This design comes from an exercise in tuning for small area, a short achievable clock period and few clock cycles per item on the open sky130 flow, not from production work. RTL that was checked went through simulation tests only; none was proved equivalent to the original. Function not checked in runs 3 and 5: the RTL went through the layout flow alone. No activity file was given, so power comes from the tool's default toggle rates.

**flow/flow/run.sh**
```bash
#!/bin/bash
# Standard layout, with plain buffers on the ports and timing repair aimed
# below the clock period. make's output goes to standard.log; each ORFS step
# keeps its own log under orfs/logs/.
bash standard.sh \
    BUFFER_PORTS_ARGS="-buffer_cell sky130_fd_sc_hd__buf_2" \
    SETUP_SLACK_MARGIN=1.4 \
    finish > standard.log 2>&1
```
**flow/standard.sh**
```bash
#!/bin/bash
# synth_recipe.tcl (not shown) runs the flow's synth.tcl, then flattens the netlist and writes it again
# the make line also repeats each setting of config.mk as NAME=value (left out here)
make -C /OpenROAD-flow-scripts/flow DESIGN_CONFIG=/design/flow/config.mk WORK_HOME=/design/flow/orfs CLKGATE_MAP_FILE= SYNTH_SCRIPT=/design/flow/synth_recipe.tcl "${@:-finish}"
```
**flow/constraint.sdc**
```tcl
create_clock -name core_clock -period 4.0 [get_ports {clk}]
set_input_delay 0.8000 -clock core_clock [delete_from_list [all_inputs] [get_ports {clk}]]
set_output_delay 0.8000 -clock core_clock [all_outputs]
set_load 0.01 [all_outputs]
```
**flow/config.mk**
```make
export PLATFORM = sky130hd
export DESIGN_NAME = stripe_parity
export DESIGN_NICKNAME = stripe_parity
export VERILOG_FILES = /design/flow/design.v
export SDC_FILE = /design/flow/constraint.sdc
export NUM_CORES = 4
export LEC_CHECK = 0
export CAP_MARGIN = 20
export CORE_MARGIN = 2
export CORE_UTILIZATION = 40
export SLEW_MARGIN = 20
```
**flow/design.v**
```verilog
module stripe_parity (
    input  wire         clk,
    input  wire         rst,
    input  wire         in_valid,
    output wire         in_ready,
    input  wire [127:0] in_data,
    input  wire         in_last,
    output reg          out_valid,
    input  wire         out_ready,
    output wire [127:0] out_p0,
    output wire [127:0] out_p1,
    output wire [127:0] out_p2
);
    localparam NU = 58;
    localparam [NU-1:0] MU_0 = 58'h3813320604cc88f;
    localparam [31:0] NXT_0 = 32'hfe7ff54c;
    localparam [31:0] NXT_1 = 32'hfd15150f;
    localparam [31:0] NXT_2 = 32'h009d0eb3;
    localparam [31:0] NXT_3 = 32'hfc196bfc;
    localparam [31:0] NXT_4 = 32'h00b17edc;
    localparam [31:0] NXT_5 = 32'hfe07132d;
    localparam [31:0] NXT_6 = 32'h009ef88a;
    localparam [31:0] NXT_7 = 32'h0372a5f5;
    localparam [31:0] NXT_8 = 32'hfe67b0fa;
    localparam [31:0] NXT_9 = 32'h03efab46;
    localparam [31:0] NXT_10 = 32'hff6bce09;
    localparam [31:0] NXT_11 = 32'hfee10dc6;
    localparam [31:0] NXT_12 = 32'hfef94870;
    localparam [31:0] NXT_13 = 32'h037153cc;
    localparam [31:0] NXT_14 = 32'hfd75b6d8;
    localparam [31:0] NXT_15 = 32'h00e61eeb;
    localparam [31:0] NXT_16 = 32'h00fe5b5d;
    localparam [31:0] NXT_17 = 32'h002f8656;
    localparam [31:0] NXT_18 = 32'hfdc4c804;
    localparam [31:0] NXT_19 = 32'h00576037;
    localparam [31:0] NXT_20 = 32'h016cdd24;
    localparam [31:0] NXT_21 = 32'hff44485f;
    localparam [31:0] NXT_22 = 32'h02af060d;
    localparam [31:0] NXT_23 = 32'h03c02d10;
    localparam [31:0] NXT_24 = 32'h021d8ee8;
    localparam [31:0] NXT_25 = 32'hfc351b93;
    localparam [31:0] NXT_26 = 32'hff959554;
    localparam [31:0] NXT_27 = 32'h033e764d;
    localparam [31:0] NXT_28 = 32'h02e3d5b5;
    localparam [31:0] NXT_29 = 32'h031ba505;
    localparam [31:0] NXT_30 = 32'h011005dc;
    localparam [31:0] NXT_31 = 32'hff6ed0f5;
    localparam [31:0] NXT_32 = 32'hfc7f5d26;
    localparam [31:0] NXT_33 = 32'hff6d3709;
    localparam [31:0] NXT_34 = 32'h00d8e7b3;
    localparam [31:0] NXT_35 = 32'hfe0e8c4b;
    localparam [31:0] NXT_36 = 32'h0197f115;
    localparam [31:0] NXT_37 = 32'h0087f4c9;
    localparam [31:0] NXT_38 = 32'hfef921e0;
    localparam [31:0] NXT_39 = 32'hfde8ac33;
    localparam [31:0] NXT_40 = 32'hfd15294e;
    localparam [31:0] NXT_41 = 32'hfe897882;
    localparam [31:0] NXT_42 = 32'h00f7adab;
    localparam [31:0] NXT_43 = 32'h014f16a6;
    localparam [31:0] NXT_44 = 32'hfdcdcefd;
    localparam [31:0] NXT_45 = 32'hfe519f31;
    localparam [31:0] NXT_46 = 32'h0163bb42;
    localparam [31:0] NXT_47 = 32'hfe2221af;
    localparam [31:0] NXT_48 = 32'h02a0f9f4;
    localparam [31:0] NXT_49 = 32'hfd304b80;
    localparam [31:0] NXT_50 = 32'hfc8b1771;
    localparam [31:0] NXT_51 = 32'h03ca8d9c;
    localparam [31:0] NXT_52 = 32'hff9a9aa2;
    localparam [31:0] NXT_53 = 32'hfdc7e62b;
    localparam [31:0] NXT_54 = 32'hfc7cbada;
    localparam [31:0] NXT_55 = 32'h03b93302;
    localparam [31:0] NXT_56 = 32'h01cb0593;
    localparam [31:0] NXT_57 = 32'h0396791a;
    function [NU-1:0] mu_next;
        input [4:0] i;
        begin
            mu_next[0] = NXT_0[i];
            mu_next[1] = NXT_1[i];
            mu_next[2] = NXT_2[i];
            mu_next[3] = NXT_3[i];
            mu_next[4] = NXT_4[i];
            mu_next[5] = NXT_5[i];
            mu_next[6] = NXT_6[i];
            mu_next[7] = NXT_7[i];
            mu_next[8] = NXT_8[i];
            mu_next[9] = NXT_9[i];
            mu_next[10] = NXT_10[i];
            mu_next[11] = NXT_11[i];
            mu_next[12] = NXT_12[i];
            mu_next[13] = NXT_13[i];
            mu_next[14] = NXT_14[i];
            mu_next[15] = NXT_15[i];
            mu_next[16] = NXT_16[i];
            mu_next[17] = NXT_17[i];
            mu_next[18] = NXT_18[i];
            mu_next[19] = NXT_19[i];
            mu_next[20] = NXT_20[i];
            mu_next[21] = NXT_21[i];
            mu_next[22] = NXT_22[i];
            mu_next[23] = NXT_23[i];
            mu_next[24] = NXT_24[i];
            mu_next[25] = NXT_25[i];
            mu_next[26] = NXT_26[i];
            mu_next[27] = NXT_27[i];
            mu_next[28] = NXT_28[i];
            mu_next[29] = NXT_29[i];
            mu_next[30] = NXT_30[i];
            mu_next[31] = NXT_31[i];
            mu_next[32] = NXT_32[i];
            mu_next[33] = NXT_33[i];
            mu_next[34] = NXT_34[i];
            mu_next[35] = NXT_35[i];
            mu_next[36] = NXT_36[i];
            mu_next[37] = NXT_37[i];
            mu_next[38] = NXT_38[i];
            mu_next[39] = NXT_39[i];
            mu_next[40] = NXT_40[i];
            mu_next[41] = NXT_41[i];
            mu_next[42] = NXT_42[i];
            mu_next[43] = NXT_43[i];
            mu_next[44] = NXT_44[i];
            mu_next[45] = NXT_45[i];
            mu_next[46] = NXT_46[i];
            mu_next[47] = NXT_47[i];
            mu_next[48] = NXT_48[i];
            mu_next[49] = NXT_49[i];
            mu_next[50] = NXT_50[i];
            mu_next[51] = NXT_51[i];
            mu_next[52] = NXT_52[i];
            mu_next[53] = NXT_53[i];
            mu_next[54] = NXT_54[i];
            mu_next[55] = NXT_55[i];
            mu_next[56] = NXT_56[i];
            mu_next[57] = NXT_57[i];
        end
    endfunction
    function [63:0] mat1;
        input [NU-1:0] u;
        begin
            mat1[0] = u[0];
            mat1[1] = u[1];
            mat1[2] = u[2];
            mat1[3] = u[3];
            mat1[4] = u[4];
            mat1[5] = u[5];
            mat1[6] = u[6];
            mat1[7] = u[7];
            mat1[8] = u[7];
            mat1[9] = u[0];
            mat1[10] = u[8];
            mat1[11] = u[9];
            mat1[12] = u[10];
            mat1[13] = u[4];
            mat1[14] = u[5];
            mat1[15] = u[6];
            mat1[16] = u[6];
            mat1[17] = u[7];
            mat1[18] = u[11];
            mat1[19] = u[12];
            mat1[20] = u[13];
            mat1[21] = u[10];
            mat1[22] = u[4];
            mat1[23] = u[5];
            mat1[24] = u[5];
            mat1[25] = u[6];
            mat1[26] = u[14];
            mat1[27] = u[15];
            mat1[28] = u[16];
            mat1[29] = u[13];
            mat1[30] = u[10];
            mat1[31] = u[4];
            mat1[32] = u[4];
            mat1[33] = u[5];
            mat1[34] = u[17];
            mat1[35] = u[18];
            mat1[36] = u[19];
            mat1[37] = u[16];
            mat1[38] = u[13];
            mat1[39] = u[10];
            mat1[40] = u[10];
            mat1[41] = u[4];
            mat1[42] = u[20];
            mat1[43] = u[21];
            mat1[44] = u[22];
            mat1[45] = u[19];
            mat1[46] = u[16];
            mat1[47] = u[13];
            mat1[48] = u[13];
            mat1[49] = u[10];
            mat1[50] = u[23];
            mat1[51] = u[24];
            mat1[52] = u[25];
            mat1[53] = u[22];
            mat1[54] = u[19];
            mat1[55] = u[16];
            mat1[56] = u[16];
            mat1[57] = u[13];
            mat1[58] = u[26];
            mat1[59] = u[27];
            mat1[60] = u[28];
            mat1[61] = u[25];
            mat1[62] = u[22];
            mat1[63] = u[19];
        end
    endfunction
    function [63:0] mat2;
        input [NU-1:0] u;
        begin
            mat2[0] = u[29];
            mat2[1] = u[30];
            mat2[2] = u[31];
            mat2[3] = u[32];
            mat2[4] = u[33];
            mat2[5] = u[34];
            mat2[6] = u[35];
            mat2[7] = u[36];
            mat2[8] = u[36];
            mat2[9] = u[29];
            mat2[10] = u[37];
            mat2[11] = u[38];
            mat2[12] = u[39];
            mat2[13] = u[33];
            mat2[14] = u[34];
            mat2[15] = u[35];
            mat2[16] = u[35];
            mat2[17] = u[36];
            mat2[18] = u[40];
            mat2[19] = u[41];
            mat2[20] = u[42];
            mat2[21] = u[39];
            mat2[22] = u[33];
            mat2[23] = u[34];
            mat2[24] = u[34];
            mat2[25] = u[35];
            mat2[26] = u[43];
            mat2[27] = u[44];
            mat2[28] = u[45];
            mat2[29] = u[42];
            mat2[30] = u[39];
            mat2[31] = u[33];
            mat2[32] = u[33];
            mat2[33] = u[34];
            mat2[34] = u[46];
            mat2[35] = u[47];
            mat2[36] = u[48];
            mat2[37] = u[45];
            mat2[38] = u[42];
            mat2[39] = u[39];
            mat2[40] = u[39];
            mat2[41] = u[33];
            mat2[42] = u[49];
            mat2[43] = u[50];
            mat2[44] = u[51];
            mat2[45] = u[48];
            mat2[46] = u[45];
            mat2[47] = u[42];
            mat2[48] = u[42];
            mat2[49] = u[39];
            mat2[50] = u[52];
            mat2[51] = u[53];
            mat2[52] = u[54];
            mat2[53] = u[51];
            mat2[54] = u[48];
            mat2[55] = u[45];
            mat2[56] = u[45];
            mat2[57] = u[42];
            mat2[58] = u[55];
            mat2[59] = u[56];
            mat2[60] = u[57];
            mat2[61] = u[54];
            mat2[62] = u[51];
            mat2[63] = u[48];
        end
    endfunction
    reg  [4:0]    idx;       
    reg           fresh;     
    reg  [NU-1:0] mu;        
    reg  [127:0]  acc0;      
    reg  [127:0]  acc1;
    reg  [127:0]  acc2;
    assign in_ready = !out_valid || out_ready;
    wire   take     = in_valid && in_ready;
    wire   clr      = fresh && in_ready;
    assign out_p0 = acc0;
    assign out_p1 = acc1;
    assign out_p2 = acc2;
    wire [63:0] m1  = mat1(mu);
    wire [63:0] m2  = mat2(mu);
    reg  [127:0] t0;
    reg  [127:0] t1;
    reg  [127:0] t2;
    integer      b, k, n;
    always @(*) begin
        for (b = 0; b < 16; b = b + 1)
            for (k = 0; k < 8; k = k + 1) begin
                t1[8*b+k] = 1'b0;
                t2[8*b+k] = 1'b0;
                for (n = 0; n < 8; n = n + 1) begin
                    t1[8*b+k] = t1[8*b+k] ^ (m1[8*n+k] & in_data[8*b+n]);
                    t2[8*b+k] = t2[8*b+k] ^ (m2[8*n+k] & in_data[8*b+n]);
                end
            end
        t0 = in_data & {128{take}};
        t1 = t1 & {128{take}};
        t2 = t2 & {128{take}};
    end
    wire [NU-1:0] mu_inc  = mu_next(idx);
    wire [4:0]    idx_inc = (idx == 5'd27) ? idx : idx + 5'd1;
    always @(posedge clk) begin
        acc0 <= (acc0 & {128{!clr}}) ^ t0;
        acc1 <= (acc1 & {128{!clr}}) ^ t1;
        acc2 <= (acc2 & {128{!clr}}) ^ t2;
        if (rst) begin
            idx       <= 5'd0;
            mu        <= MU_0;
            fresh     <= 1'b1;
            out_valid <= 1'b0;
        end else begin
            if (out_valid && out_ready)
                out_valid <= 1'b0;
            if (take) begin
                fresh <= in_last;
                if (in_last) begin
                    idx       <= 5'd0;
                    mu        <= MU_0;
                    out_valid <= 1'b1;
                end else begin
                    idx <= idx_inc;
                    mu  <= mu_inc;
                end
            end
        end
    end
endmodule
```
==> results of run 1 <==
-- synth_stat cells (16+ instances only) --
master    number
buf_4         16
buf_2        513
nand2b_1      16
nand3_1       17
dfxtp_1      449
nor2_1       328
nand2_1     2620
o21ai_0       46
xnor2_1     1529
xor2_1       640
buf_6         28
a211oi_1      16
clkbuf_1      85
a21oi_1       86
-- per-stage QoR --
| step | hold slack, ps | setup slack, ps |
|---|---|---|
| 2_1_floorplan | 422.7 | 1811 |
| 3_3_place_gp | 456.2 | 1249 |
| 3_5_place_dp | 458.7 | 1185 |
| 4_1_cts | 469.5 | 1551 |
| 5_1_grt | 483.3 | 1408 |
| 6_report | 464.1 | 1470 |
-- cell families (layout without fill, tap and decap cells) --
kind of cell / Yosys count / after routing / share of synthesized area [%]
DFF: 449 / 449 / 20.00
muxes: 1 / 1 / 0.02505
AOI/OAI and AO/OA: 241 / 241 / 3.329
other: 0 / 17 / 0
adders and majority gates: 14 / 14 / 0.3897
and+or+nand+nor: 3045 / 3045 / 26.05
buffers and inverters: 661 / 699 / 7.548
xor gates and xnor gates: 2180 / 2180 / 42.66
-- per-layer routing --
layer  global-route usage [%]  up-vias  share of wire [%]
met1                    34.83    20291                 39
met2                    49.47     1891                 47
met3                    4.744      491                7.6
met4                    16.73       26                6.2
met5                        0        -              0.090
li1                         -    19705                  -
-- power by group --
group | switching, W | leakage [nW] | internal, W
Sequential | 0.000841 | 3.75 | 0.00542
Clock | 0.00227 | 0.983 | 0.00335
Combinational | 0.00397 | 13.2 | 0.00293
-- cell type report --
type / count / area share [%]
clock buffers: 74 / 3.293
repair buffers: 590 / 6.837
clock inverters: 24 / 0.7952
well taps: 1488 / 3.805
inverters: 11 / 0.08438
diodes: 17 / 0.08694
flip-flops and latches: 449 / 18.48
multi-input cells: 5481 / 66.62
-- tightest hold or removal path, delay by kind of cell, from the launching register on --
kind,cells,cell delay (ps)
simple gates,1,60
flops,1,300
xor+xnor,1,50
-- timing repair --
item | in CTS | in global routing
buffers inserted | 0 | 0
endpoints found under the setup margin | 0 | 3
hold buffers | 0 | 0
gates resized for setup | 0 | 3
-- state kept, by name, indices dropped and copies added (netlist names) --
register / cells
out_valid: 1
idx: 5
fresh: 1
acc2: 128
acc1: 128
acc0: 128
mu: 58
-- how the worst max path moves through the flow --
stage,to,slack (ps),depth (start not counted)
2_1_floorplan,mu[25],1810,9
3_3_place_gp,mu[12],1250,7
3_5_place_dp,mu[12],1180,7
4_1_cts,mu[9],1550,7
5_1_grt,acc1[33],1410,7
6_report,mu[5],1470,7
==> impl_metrics.toml, run 1 <==
[pwr]
p_leak_nw = 17.94
power.density_cell_area_mw_per_mm2 = 383.9
ir_worst_vdd_mv = 0.3461
p_total_w = 0.01878

[detailed_routing]
vias = 42404
antenna_violating_nets_post_route = 0
post_drt_wl_per_cell_microns = 21.47
routed_wirelength_microns = 174600
vias_per_cell = 5.213
drc = 0
dr.pass1.iters = 6
drtIter0Drc = 3797

[timing]
period_needed_ps = 2530
finalClockSkew_ps = 38.30
setup_repair_after_global_routing_missed_its_margin = "false"
timing.setup.tns_ps = 0
relative_max_transition_margin_pct = 25.00
maxSlewViolCount = 0
max_freq_ghz = 0.3953
hold_viol = 0
post-route-period-util_pct = 63.24
report.final.setup_viol = 0
timing_worst_slew_pin_value_ps = 1124

[synth]
synth_cells = 6591
post-synth-top-area-cell = "xnor2_1"
synth_enable_flop_cells = 0
synth_area_leaders = "xnor2_1 30%, nand2_1 22%, dfxtp_1 20%"
synth_sequential_area_ratio_pct = 20.00
synth_area_sq_mm = 0.04495
synth-seq-cells = 449
synth_nets = 6738
yosys_most_used_dff = "dfxtp_1"
yosysUniqueCellTypes = 59
async_set_or_reset_register_ratio_after_synthesis_pct = 0
synthesis.area_per_instance_sq_um = 6.820
yosysWarnings = 1
post-synth-top-area-fraction_pct = 29.79

[layout]
regArea_sq_mm = 0.009044
final_cell_mix = "2618 x nand2_1, 1529 x xnor2_1, 640 x xor2_1"
layout-drive-gt1-share_pct = 11.19
design_area_sq_mm = 0.04893
layout_commonest_cell = "nand2_1"
finish.cell_count_without_fillers = 8134
combined_area_of_the_multi_input_logic_cells_sq_mm = 0.03260
fill_cells = 11553
final_net_count = 6736
area.growth.synth_to_final_pct = 8.851
finalCoreUtilization_pct = 44.03

[setup_path]
r2r-end = "mu[5]"
crit_type = "reg2reg"
critical_path.top_delay_family = "compound AO/OA/AOI/OAI gates"
r2r_slack_ps = 1470
timing.critical_path.required_ps = 4580
path_common_cell = "nand2_1"
crit_start = "idx[2]"
critical_path_source_type = "flip-flop"
rr_startpoint = "idx[2]"
crit_path_top_delay_cell = "a2111oi_1"
critical_path.n_buffers_inverters = 1
critical_path.max_fanout = 86
critical_path_arrival_ps = 3110
crit_path_end_kind = "flip-flop"
path_cells = "buf_12 > nor2b_1 > nand2_1 > o21ai_1 > a2111oi_1 > nand2_1 > a21oi_1"
worst_r2r_path_depth = 7
timing.critical_path.slowest_cell_delay_ps = 620

[placed_design]
total_instance_count_after_detailed_placement = 8019
portBuffers = 518
place_hpwl_microns = 118700
gp_routability_congestion = 0.9336
detailed_place.area_sq_mm = 0.04688

[grt]
overflow = 0
maximum_number_of_pins_on_one_net_before_global_route_repair = 127
number_of_antenna_violations_at_the_first_check_in_global_routing = 32
grt_pass1_vias = 40638
track_usage_pct = 29.15
grt_pass1_wl_microns = 259300

[cts]
cts-root-to-sink-buffers = 3
maximum_level_of_the_cts_h_tree = 2
numCtsBuffers = 56
worst_setup_hold_path_clk_slew_ps = 60
clock_insertion_delay_at_the_later_pin_of_the_skew_report_ps = 690
cts-root-buf = "clkbuf_16"
cts_tree = "yes"
cts.sinks = 449

[hold_path]
worst_hold_path.num_cells = 2
hold_path_startpoint = "acc2[44]"
min-delay-path-class = "reg2reg"
min_delay_worst_endpoint = "acc2[44]"

[floorplan]
die_height_microns = 339.2
floorplan.die_area_sq_mm = 0.1151
io-pin-count = 519
start_util_pct = 40.45
core_area_sq_mm = 0.1111
placement_rows = 122
die_width_microns = 339.2

[run]
max_cap_viol_count = 0

[outcome]
outcome = "timing/DRC/antenna clean"
Testbench counts, summed over its fixed seeds: cycles 25,705, items 25,697.
==> run 2, diff against run 1 <==
==> flow/flow/run.sh (replaced) <==
#!/bin/bash
# Standard layout, with plain buffers on the ports, no dummy clock loads and
# timing repair aimed below the clock period. make's output goes to
# standard.log; each ORFS step keeps its own log under orfs/logs/.
bash standard.sh \
    BUFFER_PORTS_ARGS="-buffer_cell sky130_fd_sc_hd__buf_2" \
    SETUP_SLACK_MARGIN=1.8 \
    CTS_ARGS="-sink_clustering_enable -repair_clock_nets -dont_use_dummy_load -buf_list sky130_fd_sc_hd__clkbuf_8" \
    finish > standard.log 2>&1
==> impl_metrics.toml, run 2 <==
[outcome]
outcome = "timing/DRC/antenna clean"

[setup_path]
critical_path.max_fanout = 9
crit_path_end_kind = "flip-flop"
r2r-end = "mu[11]"
critical_path_arrival_ps = 2850
timing.critical_path.required_ps = 4630
crit_type = "reg2reg"
r2r_slack_ps = 1770
worst_r2r_path_depth = 9
rr_startpoint = "idx[1]"
critical_path_source_type = "flip-flop"

[detailed_routing]
vias_per_cell = 5.262
drtIter0Drc = 4063
routed_wirelength_microns = 181300
vias = 42857
antenna_violating_nets_post_route = 0
post_drt_wl_per_cell_microns = 22.26
drc = 0
dr.pass1.iters = 5

[synth]
synth_enable_flop_cells = 0
yosys.area_share.simple_pct = 26.05
yosys_most_used_dff = "dfxtp_1"
synth_sequential_area_ratio_pct = 20.00
synth_nets = 6738
post-synth-top-area-fraction_pct = 29.79
post-synth-top-area-cell = "xnor2_1"
synthesis.area_per_instance_sq_um = 6.820
synth-seq-cells = 449
synth_area_sq_mm = 0.04495
yosys.cell_count.top_type = "nand2_1"
synth_cells = 6591
synth_compound_gate_area_share_pct = 3.329
async_set_or_reset_register_ratio_after_synthesis_pct = 0
synth_top_family_by_area = "XOR/XNOR gates"
synth_adder_area_share_pct = 0.3897
yosysWarnings = 1
yosysUniqueCellTypes = 59
synthTopCellsByCount = "2620 x nand2_1, 1529 x xnor2_1, 640 x xor2_1"
area_share_of_xor_xnor_cells_in_the_synthesized_design_pct = 42.66
synth_area_leaders = "xnor2_1 30%, nand2_1 22%, dfxtp_1 20%"
synth.area.mux_share_pct = 0.02505

[timing]
finalWorstSetupSlack_ps = 1772
relative_max_transition_margin_pct = 35.25
period_needed_ps = 2228
setup_repair_after_global_routing_missed_its_margin = "true"
finalClockSkew_ps = 83.84
timing_worst_slew_pin_value_ps = 971.2
report.final.setup_viol = 0
post-route-period-util_pct = 55.70
hold_viol = 0
max_freq_ghz = 0.4489
maxSlewViolCount = 0
timing.setup.tns_ps = 0

[run]
max_cap_viol_count = 0

[placed_design]
pre_cts_ws_ps = 1185
portBuffers = 518
place_hpwl_microns = 118700
gp_routability_congestion = 0.9336

[floorplan]
die_width_microns = 339.2
io-pin-count = 519
placement_rows = 122
floorplan.die_area_sq_mm = 0.1151
start_util_pct = 40.45
die_height_microns = 339.2
core_area_sq_mm = 0.1111

[layout]
biggestRegsByFlops = "acc0 x128, acc1 x128, acc2 x128"
final_cell_mix = "2617 x nand2_1, 1529 x xnor2_1, 640 x xor2_1"
final_net_count = 6792
fill_cells = 11602
layout-drive-gt1-share_pct = 12.46
area.growth.synth_to_final_pct = 8.617
layout_commonest_cell = "nand2_1"

[hold_path]
min-delay-path-class = "in2reg"
worst_hold_path.num_cells = 3
hold_path_startpoint = "out_ready"
min_delay_worst_endpoint = "out_valid"

[cts]
cts_tree = "yes"
maximum_level_of_the_cts_h_tree = 3
clock_insertion_delay_at_the_later_pin_of_the_skew_report_ps = 770
cts.sinks = 449
worst_setup_hold_path_clk_slew_ps = 60
cts-root-to-sink-buffers = 3
ctsHoldBuffers = 0
numCtsBuffers = 89
cts-root-buf = "clkbuf_8"

[pwr]
ir_worst_vdd_mv = 0.2003
power.density_cell_area_mw_per_mm2 = 352.2
p_leak_nw = 17.84

[grt]
overflow = 0
maximum_number_of_pins_on_one_net_before_global_route_repair = 127
grt_pass1_wl_microns = 264800
number_of_antenna_violations_at_the_first_check_in_global_routing = 31
track_usage_pct = 29.97
grt_pass1_vias = 41237
## run 2: where the power goes
part           total [W]  internal (W)  switching, W  leakage, nW
sequential       0.00621       0.00543      0.000783         3.76
clock            0.00393       0.00194       0.00199        0.640
combinational    0.00705       0.00296       0.00409         13.4
total             0.0172        0.0103       0.00686         17.8
## run 2: timing repair
action                     4_1_cts  5_1_grt
cloned                           1        0
pin swaps                        0        4
gates resized for setup         49       49
buffers inserted                 9       13
setup endpoints to repair      209      139
## run 2: worst max path at each step
stage / to / startpoint / slack [ps]
2_1_floorplan: mu[25] / idx[0] / 1810
3_3_place_gp: mu[12] / out_ready / 1250
3_5_place_dp: mu[12] / out_ready / 1180
4_1_cts: mu[37] / idx[0] / 1760
5_1_grt: mu[11] / idx[1] / 1700
6_report: mu[11] / idx[1] / 1770
## run 2: metal layers
layer | up-vias | wire, microns | GRT usage (%)
met1 | 20363 | 69500 | 35.84
met5 | - | 141 | 0
met3 | 556 | 15250 | 5.152
met2 | 2138 | 84560 | 50.03
li1 | 19776 | - | -
met4 | 24 | 11900 | 18.45
## run 2: metrics by stage
| stage | power [W] | util, % | instances | hold slack [ps] | instance area [sq um] |
|---|---|---|---|---|---|
| after global placement | 0.01319 | 42.19 | 8019 | 456.2 | 46880 |
| after global routing | 0.01811 | 43.92 | 8136 | 388.4 | 48800 |
| after CTS | 0.01729 | 43.60 | 8118 | 345.8 | 48460 |
| after detailed placement | 0.01327 | 42.19 | 8019 | 458.7 | 46880 |
| final | 0.01720 | 43.94 | 8145 | 412.1 | 48830 |
| after floorplan | 0.01088 | - | 6591 | 422.7 | 44950 |
## run 2: kinds of logic (layout without fill, tap and decap cells)
logic type | count (synthesis) | count (layout)
flops | 449 | 449
compound gates | 241 | 241
xor+xnor | 2180 | 2180
mux | 1 | 1
buf+inv | 661 | 713
other cells | 0 | 14
simple gates | 3045 | 3045
fa+ha+maj | 14 | 14
## run 2: area by class of cell
type / count / area [sq um] / area share (%)
Multi-Input combinational cell: 5481 / 32710 / 66.99
Sequential cell: 449 / 9129 / 18.70
Timing Repair Buffer: 613 / 3827 / 7.839
Tap cell: 1488 / 1862 / 3.813
Clock buffer: 89 / 1225 / 2.509
Inverter: 11 / 41.29 / 0.08456
Antenna cell: 14 / 35.03 / 0.07175
## run 2: critical path: stages, from the launching register on
cell and delay [ps]:
dfxtp_2 350, inv_1 120, buf_4 180, ha_2 320
nand2_1 180, o211ai_1 210, a21oi_1 130, a311oi_1 280
nor2_1 60, a211o_1 270
==> run 3, diff against run 2 <==
--- a/flow/design.v
+++ b/flow/design.v
@@ -72,66 +72,66 @@
     localparam [31:0] NXT_56 = 32'h01cb0593;
     localparam [31:0] NXT_57 = 32'h0396791a;
     function [NU-1:0] mu_next;
-        input [4:0] i;
+        input [27:0] oh;
         begin
-            mu_next[0] = NXT_0[i];
-            mu_next[1] = NXT_1[i];
-            mu_next[2] = NXT_2[i];
-            mu_next[3] = NXT_3[i];
-            mu_next[4] = NXT_4[i];
-            mu_next[5] = NXT_5[i];
-            mu_next[6] = NXT_6[i];
-            mu_next[7] = NXT_7[i];
-            mu_next[8] = NXT_8[i];
-            mu_next[9] = NXT_9[i];
-            mu_next[10] = NXT_10[i];
-            mu_next[11] = NXT_11[i];
-            mu_next[12] = NXT_12[i];
-            mu_next[13] = NXT_13[i];
-            mu_next[14] = NXT_14[i];
-            mu_next[15] = NXT_15[i];
-            mu_next[16] = NXT_16[i];
-            mu_next[17] = NXT_17[i];
-            mu_next[18] = NXT_18[i];
-            mu_next[19] = NXT_19[i];
-            mu_next[20] = NXT_20[i];
-            mu_next[21] = NXT_21[i];
-            mu_next[22] = NXT_22[i];
-            mu_next[23] = NXT_23[i];
-            mu_next[24] = NXT_24[i];
-            mu_next[25] = NXT_25[i];
-            mu_next[26] = NXT_26[i];
-            mu_next[27] = NXT_27[i];
-            mu_next[28] = NXT_28[i];
-            mu_next[29] = NXT_29[i];
-            mu_next[30] = NXT_30[i];
-            mu_next[31] = NXT_31[i];
-            mu_next[32] = NXT_32[i];
-            mu_next[33] = NXT_33[i];
-            mu_next[34] = NXT_34[i];
-            mu_next[35] = NXT_35[i];
-            mu_next[36] = NXT_36[i];
-            mu_next[37] = NXT_37[i];
-            mu_next[38] = NXT_38[i];
-            mu_next[39] = NXT_39[i];
-            mu_next[40] = NXT_40[i];
-            mu_next[41] = NXT_41[i];
-            mu_next[42] = NXT_42[i];
-            mu_next[43] = NXT_43[i];
-            mu_next[44] = NXT_44[i];
-            mu_next[45] = NXT_45[i];
-            mu_next[46] = NXT_46[i];
-            mu_next[47] = NXT_47[i];
-            mu_next[48] = NXT_48[i];
-            mu_next[49] = NXT_49[i];
-            mu_next[50] = NXT_50[i];
-            mu_next[51] = NXT_51[i];
-            mu_next[52] = NXT_52[i];
-            mu_next[53] = NXT_53[i];
-            mu_next[54] = NXT_54[i];
-            mu_next[55] = NXT_55[i];
-            mu_next[56] = NXT_56[i];
-            mu_next[57] = NXT_57[i];
+            mu_next[0] = |(oh & NXT_0[27:0]);
+            mu_next[1] = |(oh & NXT_1[27:0]);
+            mu_next[2] = |(oh & NXT_2[27:0]);
+            mu_next[3] = |(oh & NXT_3[27:0]);
+            mu_next[4] = |(oh & NXT_4[27:0]);
+            mu_next[5] = |(oh & NXT_5[27:0]);
+            mu_next[6] = |(oh & NXT_6[27:0]);
+            mu_next[7] = |(oh & NXT_7[27:0]);
+            mu_next[8] = |(oh & NXT_8[27:0]);
+            mu_next[9] = |(oh & NXT_9[27:0]);
+            mu_next[10] = |(oh & NXT_10[27:0]);
+            mu_next[11] = |(oh & NXT_11[27:0]);
+            mu_next[12] = |(oh & NXT_12[27:0]);
+            mu_next[13] = |(oh & NXT_13[27:0]);
+            mu_next[14] = |(oh & NXT_14[27:0]);
+            mu_next[15] = |(oh & NXT_15[27:0]);
+            mu_next[16] = |(oh & NXT_16[27:0]);
+            mu_next[17] = |(oh & NXT_17[27:0]);
+            mu_next[18] = |(oh & NXT_18[27:0]);
+            mu_next[19] = |(oh & NXT_19[27:0]);
+            mu_next[20] = |(oh & NXT_20[27:0]);
+            mu_next[21] = |(oh & NXT_21[27:0]);
+            mu_next[22] = |(oh & NXT_22[27:0]);
+            mu_next[23] = |(oh & NXT_23[27:0]);
+            mu_next[24] = |(oh & NXT_24[27:0]);
+            mu_next[25] = |(oh & NXT_25[27:0]);
+            mu_next[26] = |(oh & NXT_26[27:0]);
+            mu_next[27] = |(oh & NXT_27[27:0]);
+            mu_next[28] = |(oh & NXT_28[27:0]);
+            mu_next[29] = |(oh & NXT_29[27:0]);
+            mu_next[30] = |(oh & NXT_30[27:0]);
+            mu_next[31] = |(oh & NXT_31[27:0]);
+            mu_next[32] = |(oh & NXT_32[27:0]);
+            mu_next[33] = |(oh & NXT_33[27:0]);
+            mu_next[34] = |(oh & NXT_34[27:0]);
+            mu_next[35] = |(oh & NXT_35[27:0]);
+            mu_next[36] = |(oh & NXT_36[27:0]);
+            mu_next[37] = |(oh & NXT_37[27:0]);
+            mu_next[38] = |(oh & NXT_38[27:0]);
+            mu_next[39] = |(oh & NXT_39[27:0]);
+            mu_next[40] = |(oh & NXT_40[27:0]);
+            mu_next[41] = |(oh & NXT_41[27:0]);
+            mu_next[42] = |(oh & NXT_42[27:0]);
+            mu_next[43] = |(oh & NXT_43[27:0]);
+            mu_next[44] = |(oh & NXT_44[27:0]);
+            mu_next[45] = |(oh & NXT_45[27:0]);
+            mu_next[46] = |(oh & NXT_46[27:0]);
+            mu_next[47] = |(oh & NXT_47[27:0]);
+            mu_next[48] = |(oh & NXT_48[27:0]);
+            mu_next[49] = |(oh & NXT_49[27:0]);
+            mu_next[50] = |(oh & NXT_50[27:0]);
+            mu_next[51] = |(oh & NXT_51[27:0]);
+            mu_next[52] = |(oh & NXT_52[27:0]);
+            mu_next[53] = |(oh & NXT_53[27:0]);
+            mu_next[54] = |(oh & NXT_54[27:0]);
+            mu_next[55] = |(oh & NXT_55[27:0]);
+            mu_next[56] = |(oh & NXT_56[27:0]);
+            mu_next[57] = |(oh & NXT_57[27:0]);
         end
     endfunction
     function [63:0] mat1;
@@ -272,7 +272,8 @@
             mat2[63] = u[48];
         end
     endfunction
-    reg  [4:0]    idx;       
+    reg  [27:0]   oh;        
+    reg  [27:0]   ohn;       
     reg           fresh;     
     reg  [NU-1:0] mu;        
     reg  [127:0]  acc0;      
@@ -304,14 +305,18 @@
         t1 = t1 & {128{take}};
         t2 = t2 & {128{take}};
     end
-    wire [NU-1:0] mu_inc  = mu_next(idx);
-    wire [4:0]    idx_inc = (idx == 5'd27) ? idx : idx + 5'd1;
+    wire [NU-1:0] mu_inc1 = mu_next(oh);
+    wire [NU-1:0] mu_inc2 = mu_next(~ohn);
+    wire [NU-1:0] mu_inc  = {mu_inc2[NU-1:NU/2], mu_inc1[NU/2-1:0]};
+    wire [27:0]   oh_inc  = {oh[27] | oh[26], oh[25:0], 1'b0};
+    wire [27:0]   ohn_inc = {ohn[27] & ohn[26], ohn[25:0], 1'b1};
     always @(posedge clk) begin
         acc0 <= (acc0 & {128{!clr}}) ^ t0;
         acc1 <= (acc1 & {128{!clr}}) ^ t1;
         acc2 <= (acc2 & {128{!clr}}) ^ t2;
         if (rst) begin
-            idx       <= 5'd0;
+            oh        <= 28'd1;
+            ohn       <= ~28'd1;
             mu        <= MU_0;
             fresh     <= 1'b1;
             out_valid <= 1'b0;
@@ -321,11 +326,13 @@
             if (take) begin
                 fresh <= in_last;
                 if (in_last) begin
-                    idx       <= 5'd0;
+                    oh        <= 28'd1;
+                    ohn       <= ~28'd1;
                     mu        <= MU_0;
                     out_valid <= 1'b1;
                 end else begin
-                    idx <= idx_inc;
+                    oh  <= oh_inc;
+                    ohn <= ohn_inc;
                     mu  <= mu_inc;
                 end
             end
==> flow/flow/run.sh (replaced) <==
#!/bin/bash
# Standard layout, with plain buffers on the ports, a shallow clock tree of
# large leaf clusters and no dummy clock loads, and timing repair aimed below
# the clock period. make's output goes to standard.log; each ORFS step keeps
# its own log under orfs/logs/.
bash standard.sh \
    BUFFER_PORTS_ARGS="-buffer_cell sky130_fd_sc_hd__buf_2" \
    SETUP_SLACK_MARGIN=2.0 \
    CTS_ARGS="-sink_clustering_enable -repair_clock_nets -dont_use_dummy_load -buf_list sky130_fd_sc_hd__clkbuf_16 -sink_clustering_size 20 -sink_clustering_max_diameter 120" \
    finish > standard.log 2>&1
--- a/flow/config.mk
+++ b/flow/config.mk
@@ -7,5 +7,5 @@
 export LEC_CHECK = 0
 export CAP_MARGIN = 20
 export CORE_MARGIN = 2
-export CORE_UTILIZATION = 40
+export CORE_UTILIZATION = 50
 export SLEW_MARGIN = 20
==> impl_metrics.toml, run 3 <==
[cts]
maximum_level_of_the_cts_h_tree = 1
clock_insertion_delay_at_the_later_pin_of_the_skew_report_ps = 680
cts_tree = "yes"
worst_setup_hold_path_clk_slew_ps = 90
cts-root-buf = "clkbuf_16"
numCtsBuffers = 30
cts.sinks = 499
cts-root-to-sink-buffers = 3

[detailed_routing]
post_drt_wl_per_cell_microns = 22.61
dr.pass1.iters = 5
antenna_violating_nets_post_route = 0
drc = 0
routed_wirelength_microns = 178000
drtIter0Drc = 4659
vias = 43368
vias_per_cell = 5.509

[synth]
yosys.cell_count.top_type = "nand2_1"
async_set_or_reset_register_ratio_after_synthesis_pct = 0
synth_nets = 6785
yosysUniqueCellTypes = 44
synth_area_sq_mm = 0.04488
synthesis.area_per_instance_sq_um = 6.747
synth_enable_flop_cells = 0
yosysWarnings = 1
synthTopCellsByCount = "2602 x nand2_1, 1536 x xnor2_1, 640 x xor2_1"
post-synth-top-area-cell = "xnor2_1"
synth-seq-cells = 499
synth_sequential_area_ratio_pct = 22.26
synth_area_leaders = "xnor2_1 30%, dfxtp_1 22%, nand2_1 22%"
synth_cells = 6652
yosys_most_used_dff = "dfxtp_1"
post-synth-top-area-fraction_pct = 29.97

[timing]
timing.setup.tns_ps = 0
report.final.setup_viol = 0
post-route-period-util_pct = 52.72
finalWorstSetupSlack_ps = 1891
finalClockSkew_ps = 112.0
timing_worst_slew_pin_value_ps = 725.6
relative_max_transition_margin_pct = 51.45
max_freq_ghz = 0.4742
period_needed_ps = 2109
hold_viol = 0
maxSlewViolCount = 0
setup_repair_after_global_routing_missed_its_margin = "true"

[setup_path]
timing.critical_path.required_ps = 4540
crit_type = "reg2reg"
crit_path_end_kind = "flip-flop"
critical_path_source_type = "flip-flop"
critical_path_arrival_ps = 2650
critical_path.max_fanout = 6

[floorplan]
floorplan.die_area_sq_mm = 0.09218
placement_rows = 109
io-pin-count = 519
start_util_pct = 50.63
core_area_sq_mm = 0.08865
die_height_microns = 303.6
die_width_microns = 303.6

[pwr]
p_total_w = 0.01717
power.density_cell_area_mw_per_mm2 = 344.2
p_leak_nw = 18.67
ir_worst_vdd_mv = 0.4269

[grt]
grt_pass1_wl_microns = 263100
number_of_antenna_violations_at_the_first_check_in_global_routing = 19
maximum_number_of_pins_on_one_net_before_global_route_repair = 99
track_usage_pct = 36.70
overflow = 0
met3_demand_to_capacity_share_in_global_routing_pct = 4.614
globalRouteMet1Util_pct = 45.52
grt.met2_usage_pct = 61.81
busiest_layer = "met2"
grt_pass1_vias = 41065

[run]
max_cap_viol_count = 0

[placed_design]
detailed_place.area_sq_mm = 0.04732
place_hpwl_microns = 115800
portBuffers = 518
pre_cts_ws_ps = 1203
total_instance_count_after_detailed_placement = 7763
gp_routability_congestion = 0.9552

[layout]
biggestRegsByFlops = "acc0 x128, acc1 x128, acc2 x128"
design_area_sq_mm = 0.04990
layout-drive-gt1-share_pct = 14.02
regArea_sq_mm = 0.01036
layout_commonest_cell = "nand2_1"
fill_cells = 8734
final_cell_mix = "2601 x nand2_1, 1527 x xnor2_1, 640 x xor2_1"
area.growth.synth_to_final_pct = 11.18
final_net_count = 6834
finish.cell_count_without_fillers = 7872
combined_area_of_the_multi_input_logic_cells_sq_mm = 0.03254

[outcome]
outcome = "timing/DRC/antenna clean"

[hold_path]
min-delay-path-class = "in2reg"
-- run 3: cell count changes after synthesis, sizes merged, moves of 36 or more --
| cell | delta |
|---|---|
| clkbuf | +475 |
| o21ai | -45 |
| buf | -469 |
| nor3 | +36 |
| nor2 | +39 |
| dfxtp | +50 |
-- run 3: cell families (layout without fill, tap and decap cells) --
kind of cell | after synthesis | after routing | synth area share, %
flip-flops | 499 | 499 | 22.26
XOR/XNOR | 2176 | 2176 | 42.46
AND/OR/NAND/NOR | 3169 | 3172 | 27.49
AO/OA/AOI/OAI | 149 | 149 | 2.108
buffers and inverters | 659 | 703 | 5.679
other | 0 | 8 | 0
-- run 3: repair_timing --
action / CTS / global route
buffers inserted: 32 / 36
gates cloned: 0 / 3
endpoints found under the setup margin: 447 / 176
pin swaps: 1 / 2
hold buffers: 0 / 0
gates resized for setup: 194 / 118
-- run 3: layer usage --
layer	vias up	wire length, microns	share of wire (%)
met2	2243	83170	47
met3	510	15060	8.5
met4	12	10570	5.9
li1	19979	-	-
met5	-	61	0.034
met1	20624	69150	39
-- run 3: per-stage QoR --
stage / hold WS (ps) / utilization, %
3_5_place_dp: 460.8 / 53.38
2_1_floorplan: 465.6 / -
5_1_grt: 375.2 / 56.27
6_report: 376.5 / 56.29
3_3_place_gp: 447.9 / 53.38
4_1_cts: 362.9 / 55.40
-- run 3: final timing paths --
check	from	to	slack [ps]	depth (start not counted)
max	ohn[18]	mu[54]	1890	6
min	rst	out_valid	380	2
max reg2reg	ohn[18]	mu[54]	1890	6
min reg2reg	acc1[74]	acc1[74]	470	2
-- run 3: layout make-up --
class                   count  area share [%]
well taps                1165           2.921
flip-flops and latches    499           20.76
multi-input cells        5497           65.22
clock buffers              30           1.504
repair buffers            671           9.538
diodes                      8         0.04012
inverters                   2         0.01504
-- run 3: critical path: stages (launching register included) --
cell     delay, ps
dfxtp_1        490
nand2_1        210
or3_1          420
nor4_1         280
nand4_1        200
a22oi_2        310
nor2_1          70
-- run 3: report_power, final --
part	switching, W	total, W	internal (W)
clock network	0.00183	0.00315	0.00132
logic	0.00405	0.00721	0.00316
registers	0.000817	0.00682	0.00600
total	0.00670	0.0172	0.0105
==> run 4, diff against run 3 <==
--- a/flow/design.v
+++ b/flow/design.v
@@ -273,7 +273,6 @@
         end
     endfunction
     reg  [27:0]   oh;        
-    reg  [27:0]   ohn;       
     reg           fresh;     
     reg  [NU-1:0] mu;        
     reg  [127:0]  acc0;      
@@ -305,18 +304,14 @@
         t1 = t1 & {128{take}};
         t2 = t2 & {128{take}};
     end
-    wire [NU-1:0] mu_inc1 = mu_next(oh);
-    wire [NU-1:0] mu_inc2 = mu_next(~ohn);
-    wire [NU-1:0] mu_inc  = {mu_inc2[NU-1:NU/2], mu_inc1[NU/2-1:0]};
-    wire [27:0]   oh_inc  = {oh[27] | oh[26], oh[25:0], 1'b0};
-    wire [27:0]   ohn_inc = {ohn[27] & ohn[26], ohn[25:0], 1'b1};
+    wire [NU-1:0] mu_inc = mu_next(oh);
+    wire [27:0]   oh_inc = {oh[27] | oh[26], oh[25:0], 1'b0};
     always @(posedge clk) begin
         acc0 <= (acc0 & {128{!clr}}) ^ t0;
         acc1 <= (acc1 & {128{!clr}}) ^ t1;
         acc2 <= (acc2 & {128{!clr}}) ^ t2;
         if (rst) begin
             oh        <= 28'd1;
-            ohn       <= ~28'd1;
             mu        <= MU_0;
             fresh     <= 1'b1;
             out_valid <= 1'b0;
@@ -327,12 +322,10 @@
                 fresh <= in_last;
                 if (in_last) begin
                     oh        <= 28'd1;
-                    ohn       <= ~28'd1;
                     mu        <= MU_0;
                     out_valid <= 1'b1;
                 end else begin
                     oh  <= oh_inc;
-                    ohn <= ohn_inc;
                     mu  <= mu_inc;
                 end
             end
==> impl_metrics.toml, run 4 <==
[outcome]
outcome = "timing/DRC/antenna clean"

[synth]
synthesis.area_per_instance_sq_um = 6.830
synth_sequential_area_ratio_pct = 21.17
async_set_or_reset_register_ratio_after_synthesis_pct = 0
synth_area_sq_mm = 0.04454
yosysWarnings = 1
post-synth-top-area-fraction_pct = 30.20
yosysUniqueCellTypes = 42
synth_nets = 6655
synth-seq-cells = 471
yosys_most_used_dff = "dfxtp_1"
synth_area_leaders = "xnor2_1 30%, nand2_1 22%, dfxtp_1 21%"
post-synth-top-area-cell = "xnor2_1"
synthTopCellsByCount = "2612 x nand2_1, 1536 x xnor2_1, 640 x xor2_1"
synth_enable_flop_cells = 0
synth_cells = 6522
yosys.cell_count.top_type = "nand2_1"

[placed_design]
place_hpwl_microns = 112200
detailed_place.area_sq_mm = 0.04621
total_instance_count_after_detailed_placement = 7628
gp_routability_congestion = 0.9546
portBuffers = 518

[cts]
numCtsBuffers = 28
clock_insertion_delay_at_the_later_pin_of_the_skew_report_ps = 670
ctsHoldBuffers = 0
cts-root-buf = "clkbuf_16"
cts.sinks = 471
cts_tree = "yes"
worst_setup_hold_path_clk_slew_ps = 100
maximum_level_of_the_cts_h_tree = 1
cts-root-to-sink-buffers = 3

[layout]
final_net_count = 6680
area.growth.synth_to_final_pct = 8.362
layout_commonest_cell = "nand2_1"
final_cell_mix = "2610 x nand2_1, 1533 x xnor2_1, 640 x xor2_1"
design_area_sq_mm = 0.04827
finish.cell_count_without_fillers = 7719
layout-drive-gt1-share_pct = 13.06
fill_cells = 8912
finalCoreUtilization_pct = 54.62
biggestRegsByFlops = "acc0 x128, acc1 x128, acc2 x128"

[setup_path]
path_cells = "nor2_1 > nand2_1 > nor3_1 > a41oi_1 > a21oi_1 > nor2_1"
rr_startpoint = "oh[18]"
r2r-end = "mu[16]"
crit_type = "reg2reg"
r2r_slack_ps = 1940
timing.critical_path.required_ps = 4560
crit_path_top_delay_cell = "dfxtp_1"
crit_path_end_kind = "flip-flop"
critical_path_source_type = "flip-flop"
critical_path.top_delay_family = "flip-flops"
worst_r2r_path_depth = 6
critical_path_arrival_ps = 2620
timing.critical_path.slowest_cell_delay_ps = 860
critical_path.max_fanout = 16
path_common_cell = "nor2_1"
critical_path.n_buffers_inverters = 0

[detailed_routing]
vias_per_cell = 5.511
antenna_violating_nets_post_route = 0
post_drt_wl_per_cell_microns = 22.61
drc = 0
dr.pass1.iters = 5
drtIter0Drc = 4186
vias = 42542
routed_wirelength_microns = 174600

[hold_path]
min_delay_worst_endpoint = "mu[25]"
hold_path_startpoint = "mu[25]"
min-delay-path-class = "reg2reg"
worst_hold_path.num_cells = 2

[floorplan]
die_height_microns = 302.5
floorplan.die_area_sq_mm = 0.09149
core_area_sq_mm = 0.08837
placement_rows = 109
die_width_microns = 302.5
start_util_pct = 50.40
io-pin-count = 519

[pwr]
p_total_w = 0.01623
power.density_cell_area_mw_per_mm2 = 336.3
p_leak_nw = 17.61
ir_worst_vdd_mv = 0.3638

[timing]
timing_worst_slew_pin_value_ps = 961.6
finalClockSkew_ps = 61.05
max_freq_ghz = 0.4859
post-route-period-util_pct = 51.45
report.final.setup_viol = 0
timing.setup.tns_ps = 0
period_needed_ps = 2058
maxSlewViolCount = 0
relative_max_transition_margin_pct = 35.89
setup_repair_after_global_routing_missed_its_margin = "true"
hold_viol = 0

[grt]
track_usage_pct = 36.34
grt_pass1_wl_microns = 254700
overflow = 0
grt_pass1_vias = 40454
maximum_number_of_pins_on_one_net_before_global_route_repair = 115
number_of_antenna_violations_at_the_first_check_in_global_routing = 20

[run]
max_cap_viol_count = 0
[run 4: cell types whose count changed in the layout (fill, tap and decap cells not counted), sizes merged, moves of 13 or more]
cell | previous run | this run
buf | 671 | 635
nor2 | 367 | 325
nor3 | 46 | 33
nor4 | 27 | 47
dfxtp | 499 | 471
nand3 | 28 | 5
and3 | 29 | 0
o21bai | 25 | 2
nand3b | 0 | 28
[run 4: worst register-to-register path, stage by stage, from the launching register on]
cell     delay [ps]
dfxtp_1         860
nor2_1          270
nand2_1         130
nor3_1           60
a41oi_1         480
a21oi_1          80
nor2_1           90
[run 4: cell type report]
class	instances	area (sq um)	area share, %
multi-input combinational	5405	32120	66.55
sequential	471	9706	20.11
timing repair buffer	640	4254	8.813
tap	1165	1458	3.020
clock buffer	28	700.7	1.452
antenna	9	22.52	0.04666
inverter	1	3.754	0.007776
[run 4: layer usage]
metal / part of all wire, % / vias to the layer above / GRT usage [%]
met5: 0.057 / - / 0
met4: 5.7 / 16 / 19.00
met3: 9.3 / 550 / 7.261
met2: 47 / 2258 / 61.69
met1: 38 / 20204 / 43.35
li1: - / 19514 / -
[run 4: through the flow]
step	setup WS (ps)	hold slack, ps
final	1942	458.6
after global routing	1888	487.0
after CTS	1974	457.6
after detailed placement	1412	448.9
after global placement	1436	452.5
after floorplan	1963	462.7
[run 4: report_power, final]
group / internal (W) / total, W / switching [W]
combinational: 0.00294 / 0.00684 / 0.00390
clock: 0.00124 / 0.00299 / 0.00175
sequential: 0.00566 / 0.00641 / 0.000753
[run 4: worst max path at each step]
stage,startpoint,to,slack [ps],depth (start not counted)
detailed placement,out_ready,mu[56],1410,6
finish,oh[18],mu[16],1940,6
global route,out_valid,mu[16],1890,8
CTS,out_valid,in_ready,1970,2
floorplan,out_ready,acc1[100],1960,6
global placement,out_ready,mu[47],1440,7
[run 4: timing repair]
| item | in CTS | in global routing |
|---|---|---|
| setup buffers | 28 | 24 |
| gates cloned | 0 | 2 |
| setup endpoints to repair | 318 | 260 |
| pin swaps | 0 | 1 |
| resized for setup | 150 | 72 |
[run 4: cell families (layout without fill, tap and decap cells)]
group	Yosys count	count (layout)	share of synthesized area (%)
flops	471	471	21.17
simple gates	3106	3106	27.18
other cells	0	9	0
compound gates	123	123	1.736
xor+xnor	2176	2176	42.79
buf+inv	646	669	7.132
Testbench counts of run 4, summed over its fixed seeds: cycles 25,705, items 25,697.
==> run 5, diff against run 4 <==
--- a/flow/design.v
+++ b/flow/design.v
@@ -74,64 +74,64 @@
     function [NU-1:0] mu_next;
         input [27:0] oh;
         begin
-            mu_next[0] = |(oh & NXT_0[27:0]);
-            mu_next[1] = |(oh & NXT_1[27:0]);
-            mu_next[2] = |(oh & NXT_2[27:0]);
-            mu_next[3] = |(oh & NXT_3[27:0]);
-            mu_next[4] = |(oh & NXT_4[27:0]);
-            mu_next[5] = |(oh & NXT_5[27:0]);
-            mu_next[6] = |(oh & NXT_6[27:0]);
-            mu_next[7] = |(oh & NXT_7[27:0]);
-            mu_next[8] = |(oh & NXT_8[27:0]);
-            mu_next[9] = |(oh & NXT_9[27:0]);
-            mu_next[10] = |(oh & NXT_10[27:0]);
-            mu_next[11] = |(oh & NXT_11[27:0]);
-            mu_next[12] = |(oh & NXT_12[27:0]);
-            mu_next[13] = |(oh & NXT_13[27:0]);
-            mu_next[14] = |(oh & NXT_14[27:0]);
-            mu_next[15] = |(oh & NXT_15[27:0]);
-            mu_next[16] = |(oh & NXT_16[27:0]);
-            mu_next[17] = |(oh & NXT_17[27:0]);
-            mu_next[18] = |(oh & NXT_18[27:0]);
-            mu_next[19] = |(oh & NXT_19[27:0]);
-            mu_next[20] = |(oh & NXT_20[27:0]);
-            mu_next[21] = |(oh & NXT_21[27:0]);
-            mu_next[22] = |(oh & NXT_22[27:0]);
-            mu_next[23] = |(oh & NXT_23[27:0]);
-            mu_next[24] = |(oh & NXT_24[27:0]);
-            mu_next[25] = |(oh & NXT_25[27:0]);
-            mu_next[26] = |(oh & NXT_26[27:0]);
-            mu_next[27] = |(oh & NXT_27[27:0]);
-            mu_next[28] = |(oh & NXT_28[27:0]);
-            mu_next[29] = |(oh & NXT_29[27:0]);
-            mu_next[30] = |(oh & NXT_30[27:0]);
-            mu_next[31] = |(oh & NXT_31[27:0]);
-            mu_next[32] = |(oh & NXT_32[27:0]);
-            mu_next[33] = |(oh & NXT_33[27:0]);
-            mu_next[34] = |(oh & NXT_34[27:0]);
-            mu_next[35] = |(oh & NXT_35[27:0]);
-            mu_next[36] = |(oh & NXT_36[27:0]);
-            mu_next[37] = |(oh & NXT_37[27:0]);
-            mu_next[38] = |(oh & NXT_38[27:0]);
-            mu_next[39] = |(oh & NXT_39[27:0]);
-            mu_next[40] = |(oh & NXT_40[27:0]);
-            mu_next[41] = |(oh & NXT_41[27:0]);
-            mu_next[42] = |(oh & NXT_42[27:0]);
-            mu_next[43] = |(oh & NXT_43[27:0]);
-            mu_next[44] = |(oh & NXT_44[27:0]);
-            mu_next[45] = |(oh & NXT_45[27:0]);
-            mu_next[46] = |(oh & NXT_46[27:0]);
-            mu_next[47] = |(oh & NXT_47[27:0]);
-            mu_next[48] = |(oh & NXT_48[27:0]);
-            mu_next[49] = |(oh & NXT_49[27:0]);
-            mu_next[50] = |(oh & NXT_50[27:0]);
-            mu_next[51] = |(oh & NXT_51[27:0]);
-            mu_next[52] = |(oh & NXT_52[27:0]);
-            mu_next[53] = |(oh & NXT_53[27:0]);
-            mu_next[54] = |(oh & NXT_54[27:0]);
-            mu_next[55] = |(oh & NXT_55[27:0]);
-            mu_next[56] = |(oh & NXT_56[27:0]);
-            mu_next[57] = |(oh & NXT_57[27:0]);
+            mu_next[0] = ~|(oh & ~NXT_0[27:0]);
+            mu_next[1] =  |(oh &  NXT_1[27:0]);
+            mu_next[2] =  |(oh &  NXT_2[27:0]);
+            mu_next[3] = ~|(oh & ~NXT_3[27:0]);
+            mu_next[4] = ~|(oh & ~NXT_4[27:0]);
+            mu_next[5] =  |(oh &  NXT_5[27:0]);
+            mu_next[6] =  |(oh &  NXT_6[27:0]);
+            mu_next[7] = ~|(oh & ~NXT_7[27:0]);
+            mu_next[8] = ~|(oh & ~NXT_8[27:0]);
+            mu_next[9] = ~|(oh & ~NXT_9[27:0]);
+            mu_next[10] = ~|(oh & ~NXT_10[27:0]);
+            mu_next[11] =  |(oh &  NXT_11[27:0]);
+            mu_next[12] =  |(oh &  NXT_12[27:0]);
+            mu_next[13] =  |(oh &  NXT_13[27:0]);
+            mu_next[14] = ~|(oh & ~NXT_14[27:0]);
+            mu_next[15] = ~|(oh & ~NXT_15[27:0]);
+            mu_next[16] = ~|(oh & ~NXT_16[27:0]);
+            mu_next[17] =  |(oh &  NXT_17[27:0]);
+            mu_next[18] =  |(oh &  NXT_18[27:0]);
+            mu_next[19] =  |(oh &  NXT_19[27:0]);
+            mu_next[20] =  |(oh &  NXT_20[27:0]);
+            mu_next[21] =  |(oh &  NXT_21[27:0]);
+            mu_next[22] =  |(oh &  NXT_22[27:0]);
+            mu_next[23] =  |(oh &  NXT_23[27:0]);
+            mu_next[24] =  |(oh &  NXT_24[27:0]);
+            mu_next[25] =  |(oh &  NXT_25[27:0]);
+            mu_next[26] = ~|(oh & ~NXT_26[27:0]);
+            mu_next[27] = ~|(oh & ~NXT_27[27:0]);
+            mu_next[28] = ~|(oh & ~NXT_28[27:0]);
+            mu_next[29] =  |(oh &  NXT_29[27:0]);
+            mu_next[30] =  |(oh &  NXT_30[27:0]);
+            mu_next[31] = ~|(oh & ~NXT_31[27:0]);
+            mu_next[32] = ~|(oh & ~NXT_32[27:0]);
+            mu_next[33] = ~|(oh & ~NXT_33[27:0]);
+            mu_next[34] = ~|(oh & ~NXT_34[27:0]);
+            mu_next[35] =  |(oh &  NXT_35[27:0]);
+            mu_next[36] =  |(oh &  NXT_36[27:0]);
+            mu_next[37] =  |(oh &  NXT_37[27:0]);
+            mu_next[38] =  |(oh &  NXT_38[27:0]);
+            mu_next[39] = ~|(oh & ~NXT_39[27:0]);
+            mu_next[40] =  |(oh &  NXT_40[27:0]);
+            mu_next[41] =  |(oh &  NXT_41[27:0]);
+            mu_next[42] = ~|(oh & ~NXT_42[27:0]);
+            mu_next[43] =  |(oh &  NXT_43[27:0]);
+            mu_next[44] = ~|(oh & ~NXT_44[27:0]);
+            mu_next[45] = ~|(oh & ~NXT_45[27:0]);
+            mu_next[46] =  |(oh &  NXT_46[27:0]);
+            mu_next[47] =  |(oh &  NXT_47[27:0]);
+            mu_next[48] =  |(oh &  NXT_48[27:0]);
+            mu_next[49] =  |(oh &  NXT_49[27:0]);
+            mu_next[50] =  |(oh &  NXT_50[27:0]);
+            mu_next[51] =  |(oh &  NXT_51[27:0]);
+            mu_next[52] = ~|(oh & ~NXT_52[27:0]);
+            mu_next[53] = ~|(oh & ~NXT_53[27:0]);
+            mu_next[54] = ~|(oh & ~NXT_54[27:0]);
+            mu_next[55] =  |(oh &  NXT_55[27:0]);
+            mu_next[56] =  |(oh &  NXT_56[27:0]);
+            mu_next[57] =  |(oh &  NXT_57[27:0]);
         end
     endfunction
     function [63:0] mat1;
==> impl_metrics.toml, run 5 <==
[pwr]
p_leak_nw = 17.70
power.density_cell_area_mw_per_mm2 = 342.2
ir_worst_vdd_mv = 0.3756
p_total_w = 0.01647

[grt]
number_of_antenna_violations_at_the_first_check_in_global_routing = 18
overflow = 0
track_usage_pct = 35.18
grt_pass1_wl_microns = 249100
grt_pass1_vias = 39797
maximum_number_of_pins_on_one_net_before_global_route_repair = 90

[cts]
maximum_level_of_the_cts_h_tree = 1
cts.sinks = 471
clock_insertion_delay_at_the_later_pin_of_the_skew_report_ps = 640
cts-root-buf = "clkbuf_16"
cts-root-to-sink-buffers = 3
cts_tree = "yes"
numCtsBuffers = 29
ctsHoldBuffers = 0
worst_setup_hold_path_clk_slew_ps = 90

[layout]
finish.cell_count_without_fillers = 7711
layout_commonest_cell = "nand2_1"
final_cell_mix = "2571 x nand2_1, 1531 x xnor2_1, 640 x xor2_1"
area.growth.synth_to_final_pct = 7.469
design_area_sq_mm = 0.04814
biggestRegsByFlops = "acc0 x128, acc1 x128, acc2 x128"
fill_cells = 8836
layout-drive-gt1-share_pct = 12.65
final_net_count = 6672

[synth]
synth_area_sq_mm = 0.04479
yosysUniqueCellTypes = 44
synth_cells = 6505
synth_enable_flop_cells = 0
post-synth-top-area-fraction_pct = 30.03
post-synth-top-area-cell = "xnor2_1"
synth_nets = 6638
synth-seq-cells = 471
synthesis.area_per_instance_sq_um = 6.886
synth_area_leaders = "xnor2_1 30%, nand2_1 22%, dfxtp_1 21%"
synth_sequential_area_ratio_pct = 21.05
synthTopCellsByCount = "2573 x nand2_1, 1536 x xnor2_1, 640 x xor2_1"
yosysWarnings = 1
yosys_most_used_dff = "dfxtp_1"
yosys.cell_count.top_type = "nand2_1"
async_set_or_reset_register_ratio_after_synthesis_pct = 0

[hold_path]
min-delay-path-class = "reg2reg"
worst_hold_path.num_cells = 2

[detailed_routing]
dr.pass1.iters = 6
drtIter0Drc = 4310
post_drt_wl_per_cell_microns = 22.04
vias = 41831
routed_wirelength_microns = 170000
vias_per_cell = 5.425
antenna_violating_nets_post_route = 0
drc = 0

[outcome]
outcome = "timing/DRC/antenna clean"

[setup_path]
crit_path_end_kind = "flip-flop"
worst_r2r_path_depth = 5
crit_type = "reg2reg"
critical_path_arrival_ps = 2560
critical_path_source_type = "flip-flop"
r2r_slack_ps = 1920
critical_path.max_fanout = 18
timing.critical_path.required_ps = 4480

[timing]
post-route-period-util_pct = 51.88
timing.setup.tns_ps = 0
max_freq_ghz = 0.4818
period_needed_ps = 2075
relative_max_transition_margin_pct = 42.85
timing_worst_slew_pin_value_ps = 856.0
hold_viol = 0
worst_hold_check_slack_ps = 469.2
maxSlewViolCount = 0
report.final.setup_viol = 0
setup_repair_after_global_routing_missed_its_margin = "true"
finalClockSkew_ps = 40.50

[placed_design]
portBuffers = 518
total_instance_count_after_detailed_placement = 7611
place_hpwl_microns = 110400
gp_routability_congestion = 0.9966
detailed_place.area_sq_mm = 0.04610

[floorplan]
die_height_microns = 303.3
placement_rows = 109
start_util_pct = 50.53
core_area_sq_mm = 0.08865
die_width_microns = 303.3
floorplan.die_area_sq_mm = 0.09200
io-pin-count = 519

[run]
max_cap_viol_count = 0
==> run 5: cell count changes after synthesis, sizes merged, moves of 9 or more <==
| cell | before | now |
|---|---|---|
| a22oi | 4 | 18 |
| nand3 | 5 | 17 |
| nand3b | 28 | 15 |
| clkbuf | 100 | 74 |
| nor4 | 47 | 38 |
| nor3b | 1 | 10 |
| nor2 | 325 | 340 |
| buf | 545 | 564 |
| a21oi | 62 | 49 |
| nand4 | 14 | 29 |
| a41oi | 15 | 2 |
==> run 5: kinds of logic (layout without fill, tap and decap cells) <==
logic type      after synthesis  in the layout  synth area share (%)
flops                       471            471                 21.05
other cells                   0              9                     0
simple gates               3127           3127                 27.41
compound gates               93             93                 1.265
buf+inv                     638            670                 7.726
xor+xnor                   2176           2176                 42.55
==> run 5: path summary, 6_finish.rpt <==
| check | from | endpoint |
|---|---|---|
| max | oh[8] | mu[30] |
| min | acc2[22] | acc2[22] |
| max reg2reg | oh[8] | mu[30] |
| min reg2reg | acc2[22] | acc2[22] |
==> run 5: layout make-up <==
type,instances,area [sq um],area share [%]
Multi-Input combinational cell,5396,32060,66.60
Timing Repair Buffer,641,4239,8.806
Antenna cell,9,22.52,0.04678
Clock buffer,29,725.7,1.507
Sequential cell,471,9634,20.01
Tap cell,1165,1458,3.028
==> run 5: routing by layer <==
| layer | GRT usage, % | vias up | part of all wire [%] | wire (microns) |
|---|---|---|---|---|
| met5 | 0 | - | 0.075 | 127 |
| met4 | 18.51 | 24 | 5.9 | 10100 |
| met3 | 6.454 | 495 | 9.1 | 15500 |
| met2 | 59.36 | 2143 | 46 | 78840 |
| li1 | - | 19441 | - | - |
| met1 | 42.53 | 19728 | 38 | 65400 |
==> run 5: critical path: stages (launching register included) <==
cell and delay (ps):
dfxtp_1 600, nor2_2 450, nand2_1 90, nor4_1 420, nor2_1 80, a211o_1 280
==> run 5: what timing repair did <==
action	4_1_cts	5_1_grt
endpoints found under the setup margin	335	273
endpoints found under the hold margin	0	0
buffers inserted	20	40
cloned	0	2
pin swaps	0	1
resized for setup	106	55
==> run 5: power by group <==
| part | total [W] | internal, W | leakage [nW] | switching (W) |
|---|---|---|---|---|
| clock network | 0.00298 | 0.00128 | 0.357 | 0.00171 |
| logic | 0.00709 | 0.00304 | 13.4 | 0.00406 |
| registers | 0.00640 | 0.00565 | 3.95 | 0.000745 |
==> run 5: through the flow <==
| stage | utilization [%] | setup WS, ps |
|---|---|---|
| floorplan | - | 2006 |
| global placement | 52.00 | 1420 |
| detailed placement | 52.00 | 1374 |
| CTS | 53.54 | 1982 |
| global route | 54.29 | 1915 |
| finish | 54.30 | 1925 |

-- static timing again, ports no longer ideal --
No port has a modelled driver above. Below, the same layouts with a new extraction and two added sets of constraints.
Step 1: set_driving_cell puts a clkbuf_16 on clk and a buf_2 on each other input, an assumption about the parent block.
Step 2, shift: input delay + t, output delay - t, t = (earliest + latest rising clock arrival at the registers) / 2. This alone moves slack from input paths to output paths.
Slacks: ideal / step 1 / step 2; pairs: ideal / step 1.
| run | t, ns | slack for setup (ns) | worst setup path at the end | worst data-port slew with drivers (ns) |
|---|---|---|---|---|
| run 1 | 0.748 | 1.470 / 1.470 / 1.128 | input to register | 0.19 |
| run 2 | 0.815 | 1.772 / 1.762 / 1.310 | input to register | 0.18 |
| run 3 | 0.705 | 1.891 / 1.891 / 1.415 | input to register | 0.13 |
| run 4 | 0.716 | 1.942 / 1.918 / 1.347 | input to register | 0.15 |
| run 5 | 0.688 | 1.925 / 1.925 / 1.320 | input to register | 0.24 |
After both steps setup and hold are still met in every run listed. The setup slack of run 5, which loses most, moves by 0.000 ns with the drivers and by -0.605 ns with both steps.
